Source: an optimization exercise on an open RTL-to-GDS flow (aim: small area, a short achievable clock period and few clock cycles). Production flows keep margins and buffers that such runs may drop.
The RTL was checked by simulation tests, not by an equivalence proof against the original design.

job 5497:
// chz_hash_core
module chz_hash_core (
  input  wire          clk,
  input  wire          rst,           
  input  wire          in_valid,
  output wire          in_ready,
  input  wire          in_first,      
  input  wire          in_mode,       
  input  wire [1023:0] in_block,      
  output reg           out_valid,
  output wire [383:0]  out_digest
);
For scale: ~1,400 I/O pins.
Settings: LEC_CHECK=0, CAP_MARGIN=50, CORE_MARGIN=2, CORE_UTILIZATION=40, SLEW_MARGIN=50, SYNTH_MEMORY_MAX_BITS=16384; clock period 12.0 ns.
standard.sh (not shown) runs the stock make flow with config.mk's settings and CLKGATE_MAP_FILE= SYNTH_SCRIPT=/design/flow/synth_recipe.tcl, a recipe that flattens the netlist after the stock synthesis.
==> flow/flow/run.sh <==
#!/bin/bash
# The standard layout (standard.sh) with two changes to how it is made:
#  - port buffers are buf_1 cells instead of the delay cells buffer_ports picks;
#  - repair_timing is asked to leave 6.5 ns of setup slack on the design's clock.
# The SDC and the clock period are unchanged.
set -euo pipefail
bash standard.sh "BUFFER_PORTS_ARGS=-buffer_cell sky130_fd_sc_hd__buf_1" SETUP_SLACK_MARGIN=6.5 finish > standard.log 2>&1
In summary, job 5497 completed successfully, with a layout that passed the timing, design-rule and antenna checks.
Testbench counts of job 5497, summed over its fixed seeds: cycles 57,494.
Relative to job 5497, the following input files were edited for job 283:
# job 5497
export LEC_CHECK = 0
export CAP_MARGIN = 50
export CORE_MARGIN = 2
export CORE_UTILIZATION = 40
export SLEW_MARGIN = 50
export SYNTH_MEMORY_MAX_BITS = 16384
create_clock -name core_clock -period 12.0 [get_ports {clk}]
# job 283
export LEC_CHECK = 0
export CAP_MARGIN = 50
export CORE_MARGIN = 2
export CORE_UTILIZATION = 40
export PLACE_DENSITY = 0.75
export SLEW_MARGIN = 50
export SYNTH_MEMORY_MAX_BITS = 16384
create_clock -name core_clock -period 12.0 [get_ports {clk}]
==> flow/flow/run.sh <==
#!/bin/bash
# The standard layout (standard.sh) with two changes to how it is made:
#  - port buffers are buf_1 cells instead of the delay cells buffer_ports picks;
#  - repair_timing is asked to leave 7 ns of setup slack on the design's clock.
# The SDC and the clock period are unchanged.
set -euo pipefail
bash standard.sh "BUFFER_PORTS_ARGS=-buffer_cell sky130_fd_sc_hd__buf_1" SETUP_SLACK_MARGIN=7 finish > standard.log 2>&1
==> run notes <==
On job 283: global routing usage on met3 is 0.60 points higher than what job 5497 gave. Going from job 5497 to job 283, share of the clock period used by the worst path fell by 3.5 points; utilization rose by 0.83 points.
Relative to job 283, the following input files were edited for job 1430:
# job 283
export LEC_CHECK = 0
export CAP_MARGIN = 50
export CORE_MARGIN = 2
export CORE_UTILIZATION = 40
export PLACE_DENSITY = 0.75
export SLEW_MARGIN = 50
export SYNTH_MEMORY_MAX_BITS = 16384
create_clock -name core_clock -period 12.0 [get_ports {clk}]
# job 1430
export LEC_CHECK = 0
export CAP_MARGIN = 30
export CORE_MARGIN = 2
export CORE_UTILIZATION = 40
export SLEW_MARGIN = 30
export SYNTH_MEMORY_MAX_BITS = 16384
create_clock -name core_clock -period 12.0 [get_ports {clk}]
### Flow results
FAIL: job 1430; every other run in job 283 and job 1430 is clean
Going from job 283 to job 1430, endpoint required time on the critical path went up 0.02 ns; minimum period implied by the final worst setup slack went up 0.17 ns; final cell count held.
Fraction of area in non-clock buffers: job 1430 lower than job 283
Relative to job 283, critical path depth decreased by 4 in job 1430.
Reported for job 283 and job 1430, flip-flop and latch count turned out identical to the last digit.
[compare] base=job 283 new=job 1430: largest net degree at the start of global routing rose by about 30%; initial antenna violation count went up by 4.7%.
Portion of the clock cycle consumed by the worst path in the final layout was higher in the run labelled job 1430.
Job 1430 against job 283: instance area at placement decreased by about 0.7% relative to the old numbers; wire length of the first global-routing pass increased by about 1.5% relative to the old numbers.
#### Input delta (job 4587 over job 1430)
# job 1430
export LEC_CHECK = 0
export CAP_MARGIN = 30
export CORE_MARGIN = 2
export CORE_UTILIZATION = 40
export SLEW_MARGIN = 30
export SYNTH_MEMORY_MAX_BITS = 16384
create_clock -name core_clock -period 12.0 [get_ports {clk}]
# job 4587
export LEC_CHECK = 0
export CAP_MARGIN = 50
export CORE_MARGIN = 2
export CORE_UTILIZATION = 40
export PLACE_DENSITY = 0.5
export SLEW_MARGIN = 50
export SYNTH_MEMORY_MAX_BITS = 16384
create_clock -name core_clock -period 12.0 [get_ports {clk}]
Notes after the runs:
Although it ran to completion, job 1430 produced a layout that fails the final checks because of max-capacitance violations, max-slew violations. Job 4587: all stages complete, timing, DRC and antenna checks passed. Comparing final period utilization for job 1430 and job 4587, the smaller number came from job 4587. Via count of the first global-routing pass in job 4587 vs job 1430: up 5,791. Compared job 4587 against job 1430; post-route standard cell area excluding fillers within noise. When job 4587 is measured against job 1430, its maximum cell stage delay along the critical path turns out 0.27 ns lower. Sequential share of layout area of job 4587 is on par with job 1430. Delta (job 4587 minus job 1430): met2 wire length moved down; xor/xnor cell area share of the yosys netlist held steady.

## re-timing with driven ports
How much do the figures lean on ideal ports? The routed layouts below were timed once more, with nothing changed but the port constraints. Step 1, drivers: a clkbuf_16 drives clk and a buf_2 each remaining input, both assumed. Step 2 times the ports against the registers' clock, not the clock port: input delays grow and output delays shrink by t, the midpoint of the rising clock arrivals with the driver on. Three values: no drivers, after step 1, after step 2; two values: the first two.
run | shift t [ns] | setup slack, ns | clock arrival spread, ns | worst data-port slew with drivers (ns)
job 5497 | 1.053 | 6.415 / 6.328 / 6.415 | 0.070 / 0.070 | 1.00
job 283 | 1.071 | 6.834 / 6.793 / 6.834 | 0.091 / 0.092 | 0.97
job 1430 | 1.046 | 6.659 / 6.659 / 6.593 | 0.102 / 0.101 | 0.90
job 4587 | 1.040 | 6.849 / 6.817 / 6.792 | 0.119 / 0.119 | 0.78
For job 1430, which loses most, drivers alone change the setup slack by 0.000 ns; drivers and shift together by -0.066 ns.
